Context: an optimization exercise on an open-source flow, tuned for small area. The choices shown serve that exercise and are no tape-out recipe.
Only simulation tests tie the RTL to the original design; equivalence was not proved.
Power figures rest on the tool's default switching activity, not on a simulated workload.

==> flow/design.v (outline; a module is shown in full before it is edited, if it fits) <==
// module cu_mac: 329 lines
// module cm_mul18: 1650 lines
// module cm_mul18a: 1801 lines
// module cm_add49: 435 lines
// module cm_add50: 448 lines
module cu_mac (
    input  wire        clk,
    input  wire        rst,
    input  wire [31:0] slotb,
    input  wire [71:0] va,
    input  wire [71:0] vb,
    input  wire [15:0] lstat_clr,
    input  wire        nsat_clr,
    input  wire        bx_rst,
    output reg         illegal,
    output reg         vd_we,
    output wire [3:0]  vd_idx,
    output wire [71:0] vd_data,
    output reg         xd_we,
    output wire [3:0]  xd_idx,
    output wire [31:0] xd_data,
    output reg  [15:0] lstat,
    output reg         nsat,
    output reg  [4:0]  bx,
    output reg         accsat_ev
);
  // ...
==> flow/run.sh <==
#!/bin/bash
# synth_recipe.tcl (not shown) runs the flow's synth.tcl, then flattens the netlist and writes it again
# the make line also repeats each setting of config.mk as NAME=value (left out here)
make -C /OpenROAD-flow-scripts/flow DESIGN_CONFIG=/design/flow/config.mk WORK_HOME=/design/flow/orfs CLKGATE_MAP_FILE= SYNTH_SCRIPT=/design/flow/synth_recipe.tcl finish
==> flow/config.mk <==
export PLATFORM = sky130hd
export DESIGN_NAME = cu_mac
export DESIGN_NICKNAME = cu_mac
export VERILOG_FILES = /design/flow/design.v
export SDC_FILE = /design/flow/constraint.sdc
export NUM_CORES = 4
export LEC_CHECK = 0
export ABC_AREA = 1
export CAP_MARGIN = 20
export CORE_MARGIN = 2
export CORE_UTILIZATION = 45
export CTS_CLUSTER_DIAMETER = 120
export CTS_CLUSTER_SIZE = 25
export PLACE_DENSITY = 0.6
export SLEW_MARGIN = 20
==> flow/constraint.sdc <==
create_clock -name core_clock -period 12.0 [get_ports {clk}]
set_input_delay 2.4000 -clock core_clock [delete_from_list [all_inputs] [get_ports {clk}]]
set_output_delay 2.4000 -clock core_clock [all_outputs]
set_load 0.01 [all_outputs]
==> impl_metrics.tcl, run 1 <==
set metrics [dict create \
    p_sw_frac 0.577 \
    dp.cells 15214 \
    fin_ws_ns 0.698 \
    hold-worst-slack_ns 0.298 \
    ctsResizeCount 0 \
    nNonClkBuffers 841 \
    drc_errors 0 \
    gr-usage-met2 0.673 \
    start_kind "flop" \
    pwr-share-comb 0.763 \
    layout.cells.non_filler 15381 \
    clk_share 0.0184 \
    synth_nets 13474 \
    maxCapViolations 0 \
    largest_cell_class "multi-input combinational cells" \
    maxSlewViolCount 0 \
    buffer_area_frac 0.0616 \
    holdPathEnd "s2_mul" \
    synthToLayoutAreaGrowth_pct 9.85 \
    vias_per_cell 6.41 \
    num_rows 177 \
    final_area_um2 116000 \
    status "finished clean" \
    ir_drop_uv 701 \
    seq_share 0.302 \
    rsz0062_at_grt "no" \
    crit-reg2reg-capture "r3[146]" \
    syn_inst 12016 \
    synth_commonest_cells "1567 x nand2_1, 1450 x inv_1, 1342 x o22ai_1" \
    finalNetCount 13611 \
    cp-endpoint "r3[146]" \
    synth_flop_cell "edfxtp_1" \
    yosys_warnings 13 \
    place.gp.congestion 1.16 \
    die_height_um 489 \
    io_buffer_count 333 \
    fin_crit_ns 11.30 \
    synth_simple_gate_area_frac 0.109 \
    powerClk_mw 2.82 \
    ff2ff_setup_slack_ns 0.70 \
]
==> run 2: changes to the inputs <==
--- a/flow/config.mk
+++ b/flow/config.mk
@@ -6,10 +6,10 @@
 export NUM_CORES = 4
 export LEC_CHECK = 0
 export ABC_AREA = 1
-export CAP_MARGIN = 20
+export CAP_MARGIN = 30
 export CORE_MARGIN = 2
-export CORE_UTILIZATION = 45
+export CORE_UTILIZATION = 55
 export CTS_CLUSTER_DIAMETER = 120
 export CTS_CLUSTER_SIZE = 25
-export PLACE_DENSITY = 0.6
+export PLACE_DENSITY = 0.68
 export SLEW_MARGIN = 20
==> run 2 against run 1 <==
Effect of this change: via count grew 4.0%; worst hold slack improved by 0.041 ns; critical path type unchanged; clock power fell by 2%; total power decreased by 3.5%; critical endpoint is now acc[8][17]; cell area fell by 0.37%; first-iteration DRC count grew 32%; still clean on timing, DRC and antenna; sequential power up 0.9%.
==> impl_metrics.tcl, run 2 <==
set metrics [dict create \
    maxCapViolations 0 \
    wl_met2_um 222000 \
    met1_length_um 174000 \
    dr_wl_met3_um 78100 \
    highest_layer "met5" \
    dr.pass1.iters 9 \
    finalSetupViolations 0 \
    ctsResizeCount 0 \
    place.gp.congestion 1.17 \
    synth_flop_cell "edfxtp_1" \
    worstPathArrival_ns 11.59 \
    post_dp_cell_area_um2 113000 \
    power_density_nw_per_um2 302 \
    yosys_warnings 13 \
    clockBufferDepth 3 \
    dp_hpwl_um 415000 \
    die_height_um 442 \
    largest_reg_flops 768 \
    synth.area.mux_share 0.0125 \
    final_cell_mix "1557 x nand2_1, 1443 x inv_1, 1342 x o22ai_1, 900 x nor2_1, 856 x edfxtp_1" \
    synth_commonest_cells "1567 x nand2_1, 1450 x inv_1, 1342 x o22ai_1" \
    routed_wl_um 540000 \
    finalNetCount 13652 \
    synth-seq-cells 1323 \
    antenna_found_initial 60 \
    max_stage_delay_ns 0.60 \
    hold_viol_final 0 \
    endpoint_kind "flop" \
    cts_buffers 66 \
    first_global_vias 98386 \
    grt-ovfl-total 0 \
    synth_compound_area_frac 0.179 \
    multi_input_area_um2 62000 \
    yosysMostFrequentCell "nand2_1" \
    syn_inst 12016 \
    synth_xor_area_frac 0.0813 \
    largestRegisters "acc: 768 flops, r3: 148 flops, r2: 147 flops" \
    fin_crit_sh 0.928 \
    synth-adder-area-share 0.200 \
    syn_area_um2 106000 \
    grt_max_degree 121 \
    crit_path_frequent_cell "nand2_1" \
    p_leak_nw 49.5 \
    fmax_mhz 89.8 \
    hold_buffers 0 \
    cts-root-buf "clkbuf_16" \
    fp.coreArea_um2 191000 \
    critPathSlowestCell "dfxtp_1" \
    grt_pass1_wl_um 747000 \
    tightest_slew_ns 1.23 \
    final_area_um2 116000 \
    route.vias.total 102487 \
    drt_iter0_drc 17638 \
    ir_drop_uv 608 \
    vias_per_cell 6.92 \
    hold_path_class "reg2reg" \
    synth_nets 13474 \
    clk_latency_ns 0.83 \
    synthTopCellsByArea "edfxtp_1 24%, fa_1 14%, dfxtp_1 8.8%, o22ai_1 7.9%, xor2_1 6.6%" \
    cts_setup_buffers 0 \
    finClkSkew_ns 0.0678 \
    cts_tree "done" \
    critPathMaxFanout 35 \
    synth.top_cell.area_share 0.243 \
    htreeDepth 3 \
    cp.required_ns 12.46 \
    largest-register "acc" \
    final_antenna_net_count 0 \
    rsz0062_at_grt "no" \
    track_usage 0.540 \
    start_util 0.555 \
    start_kind "flop" \
    die_w_um 442 \
    synth_top_family_by_area "adder cells" \
    io_buffer_count 333 \
    fin_tns_setup_ns 0 \
    synth.distinct_cells 65 \
    routedWlPerCell_um 36.5 \
    regArea_um2 35100 \
    drc_errors 0 \
    clkTransAtPathRegs_ns 0.10 \
    path_class "reg2reg" \
    numClockSinks 1323 \
    drive_gt1_frac 0.0770 \
    final_common_cell "nand2_1" \
    dieArea_um2 196000 \
    avgSynthCellArea_um2 8.80 \
    fin_crit_ns 11.13 \
    synth_simple_gate_area_frac 0.109 \
    ys_seq_area_frac 0.332 \
    maxSlewViolCount 0 \
    synth_edf_count 856 \
    status "finished clean" \
    synthArstFlopShare 0 \
    synth_top_area_cell "edfxtp_1" \
    synthToLayoutAreaGrowth_pct 9.45 \
    ios 334 \
    num_rows 160 \
    relSlewSlack 0.167 \
    fillers 15922 \
]
-- run 2: cell counts after synthesis --
Identical to the previous run, type by type.
-- run 2: metal layers --
layer,track usage,vias up
met1,0.620,49071
met2,0.774,9371
met5,0,-
li1,-,41395
met4,0.512,32
met3,0.199,2618
-- run 2: power by group --
part / internal (mW) / switching [mW]
combinational: 8.67 / 17.7
sequential: 5.40 / 0.422
clock: 1.12 / 1.66
-- run 2: worst paths after layout --
| check | start | endpoint | slack, ns | depth (start not counted) |
|---|---|---|---|---|
| setup / recovery | s3_ac[0] | acc[8][17] | 0.87 | 67 |
| hold / removal | s2_ac[0] | s3_ac[0] | 0.34 | 0 |
| setup reg to reg | s3_ac[0] | acc[8][17] | 0.87 | 67 |
| hold reg to reg | s2_ac[0] | s3_ac[0] | 0.34 | 0 |
-- run 2: metrics by stage --
| stage | util | worst slack, ns | power [mW] | hold WS [ns] | instances |
|---|---|---|---|---|---|
| 4_1_cts | 0.605 | 0.652 | 33.9 | 0.337 | 14744 |
| 2_1_floorplan | - | 2.47 | 20.7 | 0.310 | 12016 |
| 3_3_place_gp | 0.593 | 0.847 | 30.4 | 0.311 | 14600 |
| 6_report | 0.607 | 0.867 | 35.0 | 0.339 | 14805 |
| 5_1_grt | 0.606 | 0.181 | 36.6 | 0.343 | 14761 |
| 3_5_place_dp | 0.594 | 0.699 | 31.2 | 0.315 | 14623 |
-- run 2: logic make-up after synthesis --
| family | after synthesis |
|---|---|
| DFF | 1323 |
| AOI/OAI and AO/OA | 3165 |
| muxes | 127 |
| buffers and inverters | 2288 |
| adders and majority gates | 1262 |
| xor gates and xnor gates | 981 |
| and+or+nand+nor | 2870 |
-- run 2: layout make-up --
cell class                 count  share of cell area
clock buffer                 104              0.0156
sequential                  1323               0.303
timing repair buffer         883              0.0652
clock inverter                17             0.00261
inverter                    1515              0.0493
antenna                       47             0.00102
multi-input combinational   8405               0.536
tap                         2511              0.0272
-- run 2: critical path, delay by kind of cell, from the launching register on --
kind / cells / cell delay, ns
buf+inv: 9 / 2.24
simple gates: 51 / 5.73
compound gates: 4 / 0.68
fa+ha+maj: 3 / 1.43
flops: 1 / 0.60
==> run 3: changes to the inputs <==
==> flow/config.mk (replaced) <==
export PLATFORM = sky130hd
export DESIGN_NAME = cu_mac
export DESIGN_NICKNAME = cu_mac
export VERILOG_FILES = /design/flow/design.v
export SDC_FILE = /design/flow/constraint.sdc
export NUM_CORES = 4
export LEC_CHECK = 0
export ABC_AREA = 1
export CAP_MARGIN = 20
export CORE_MARGIN = 2
export CORE_UTILIZATION = 50
export CTS_CLUSTER_DIAMETER = 100
export CTS_CLUSTER_SIZE = 20
export PLACE_DENSITY = 0.65
export SLEW_MARGIN = 20
==> run 3 against run 2 <==
Effect of this change: still clean; clock-buffer cell count up 28; global-route usage down 4.7 points; cell area grew 0.54%; clock skew is 0.038 ns higher; die area increased by 9.9%; setup slack worse by 0.44 ns; largest power group unchanged.
==> impl_metrics.tcl, run 3 <==
set metrics [dict create \
    whs_path_depth 0 \
    hold_viol_final 0 \
    maxSlewViolCount 0 \
    drc_errors 0 \
    track_usage 0.493 \
    synth_nets 13474 \
    hold_buffers 0 \
    drt_iter0_drc 14737 \
    synth_top_area_cell "edfxtp_1" \
    fin_tns_setup_ns 0 \
    dr.pass1.iters 18 \
    relSlewSlack 0.0603 \
    post-route-util 0.554 \
    final_cell_mix "1557 x nand2_1, 1443 x inv_1, 1342 x o22ai_1, 896 x nor2_1, 856 x edfxtp_1" \
    post_dp_cell_area_um2 113000 \
    endpoint_kind "flop" \
    synth_edf_count 856 \
    ios 334 \
    io_buffer_count 333 \
    cts_buffers 87 \
    fp.coreArea_um2 210000 \
    avgSynthCellArea_um2 8.80 \
    status "finished clean" \
    holdPathEnd "s3_acc" \
    synth.distinct_cells 65 \
    synthToLayoutAreaGrowth_pct 10.0 \
    ys_seq_area_frac 0.332 \
    synthTopCellsByArea "edfxtp_1 24%, fa_1 14%, dfxtp_1 8.8%, o22ai_1 7.9%, xor2_1 6.6%" \
    vias_per_cell 6.64 \
    layout.cells.non_filler 15088 \
    grt_util_met3 0.166 \
    share_seq_of_total_power 0.163 \
    clk_latency_ns 0.88 \
    grt_max_degree 93 \
    routedWlPerCell_um 36.0 \
    yosysMostFrequentCell "nand2_1" \
    die_w_um 464 \
    power_density_nw_per_um2 310 \
    antenna_found_initial 83 \
    top_usage_layer "met2" \
    start_util 0.504 \
    dieArea_um2 215000 \
    route.vias.total 100133 \
    p_sw_mw 20.4 \
    first_global_vias 95684 \
    htreeDepth 3 \
    crit-reg2reg-capture "r2[64]" \
    gr-usage-met2 0.713 \
    cts_setup_buffers 0 \
    critPathMaxFanout 63 \
    finClkSkew_ns 0.106 \
    use_met1 0.584 \
    dp_hpwl_um 415000 \
    clockBufferDepth 3 \
    routed_wl_um 543000 \
    largest-register "acc" \
    pre_cts_ws_ns 0.842 \
    ff2ff_setup_slack_ns 0.42 \
    syn_inst 12016 \
    cts-root-buf "clkbuf_16" \
    synth.top_cell.area_share 0.243 \
    synth-seq-cells 1323 \
    largest_reg_flops 768 \
    rr_worst_depth 32 \
    pwr-share-comb 0.745 \
    internal_power_mw 15.6 \
    synthArstFlopShare 0 \
    grt-ovfl-total 0 \
    min_from "s2_acc" \
    rsz0062_at_grt "no" \
    crit_path_frequent_cell "fa_1" \
    critPathSlowestCell "xor2_1" \
    ir_drop_uv 774 \
    path_class "reg2reg" \
    crit-reg2reg-launch "s2_cplx" \
    cp-startpoint "s2_cplx" \
    tightest_slew_ns 1.39 \
    fin_crit_sh 0.965 \
    largestRegisters "acc: 768 flops, r3: 148 flops, r2: 147 flops" \
    final_area_um2 116000 \
    synth_commonest_cells "1567 x nand2_1, 1450 x inv_1, 1342 x o22ai_1" \
    fmax_mhz 86.4 \
    yosys_warnings 13 \
    max_stage_delay_ns 0.79 \
    cts_tree "done" \
    num_rows 168 \
    final_antenna_net_count 0 \
    drive_gt1_frac 0.0746 \
    total_power_mw 36.0 \
    place.gp.congestion 1.15 \
    fin_ws_ns 0.423 \
    dp.cells 14874 \
    numClockSinks 1323 \
    syn_area_um2 106000 \
    finalNetCount 13617 \
    die_height_um 464 \
    hold_path_class "reg2reg" \
    cp.required_ns 12.75 \
    worstPathArrival_ns 12.33 \
    final_common_cell "nand2_1" \
    p_sw_frac 0.567 \
    hold-worst-slack_ns 0.333 \
    p_leak_nw 49.6 \
    synth_flop_cell "edfxtp_1" \
    fin_crit_ns 11.58 \
    maxCapViolations 0 \
    ctsResizeCount 0 \
    finalSetupViolations 0 \
    clkTransAtPathRegs_ns 0.09 \
    p_clk_frac 0.093 \
    grt_pass1_wl_um 746000 \
    start_kind "flop" \
]
[run 3: changes by cell type in the layout (fill, tap and decap cells not counted), moves of 6 or more]
cell,previous run,this run
o21ai_1,141,158
o21ai_0,732,720
buf_6,8,0
buf_4,524,491
clkbuf_16,66,89
buf_2,12,6
clkbuf_1,37,43
diode_2,47,53
[run 3: final cells by class]
cell class              instances  area, um2
flip-flops and latches       1323      35100
inverters                    1515       5700
clock inverters                28        504
repair buffers                827       7040
multi-input cells            8405      62000
fillers                     19115      93500
clock buffers                 132       2390
well taps                    2805       3510
diodes                         53        133
[run 3: power groups by stage]
stage	registers, mW	logic, mW	clock network (mW)
2_1_floorplan	5.59	15.1	0
3_3_place_gp	5.90	25.1	0
3_5_place_dp	5.90	25.6	0
4_1_cts	5.80	25.7	3.30
5_1_grt	5.84	28.2	3.45
6_report	5.86	26.8	3.33
[run 3: worst max path at each step]
stage / end / slack [ns]
after CTS: r2[70] / 0.82
after detailed placement: r2[70] / 0.84
after global placement: r2[70] / 0.91
after global routing: r2[35] / 0.23
after floorplan: r2[72] / 2.47
final: r2[64] / 0.42
[run 3: cell families (layout without fill, tap and decap cells)]
| kind of cell | after synthesis | after routing | synth area share |
|---|---|---|---|
| buffers and inverters | 2288 | 2502 | 0.0862 |
| AND/OR/NAND/NOR | 2870 | 2870 | 0.109 |
| XOR/XNOR | 981 | 981 | 0.0813 |
| flip-flops | 1323 | 1323 | 0.332 |
| AO/OA/AOI/OAI | 3165 | 3165 | 0.179 |
| adder cells (fa/ha/maj) | 1262 | 1262 | 0.200 |
| other | 0 | 53 | 0 |
| multiplexers | 127 | 127 | 0.0125 |
[run 3: critical path: cells and delay by family (launching register included)]
family          cells  cell delay [ns]
simple gates        6             1.19
flops               1             0.48
fa+ha+maj           9             3.93
compound gates      8             2.15
buf+inv             5             1.38
xor+xnor            4             2.30
[run 3: routing by layer]
layer | wire length (um) | vias to the layer above
met4 | 58800 | 38
li1 | - | 41365
met3 | 71800 | 2066
met2 | 227000 | 7851
met5 | 242 | -
met1 | 186000 | 48813

port drivers added, routing unchanged:
Ports are ideal in the flow. The routed layouts listed here were re-timed in OpenROAD. Step 1 sets driving cells, clkbuf_16 on the clock port and buf_2 on the other inputs (assumed; they add their load-dependent delay and slew). Step 2 adds t to the input delays and takes it off the output delays; t is the mean of the earliest and latest rising clock arrival at the registers after step 1. Input paths then give back, and output paths get back, about the clock's delay inside the block. a / b / c = ideal ports / drivers / drivers and shift; a / b = the first two.
run	t (ns)	setup slack, ns	worst data-port slew with drivers (ns)
run 1	0.887	0.698 / 0.698 / 0.278	0.06
run 2	0.908	0.867 / 0.867 / 0.692	0.07
run 3	0.925	0.423 / 0.423 / 0.423	0.07
After both steps setup and hold are still met in every run listed. For run 1, which loses most, drivers alone change the setup slack by 0.000 ns; drivers and shift together by -0.420 ns.
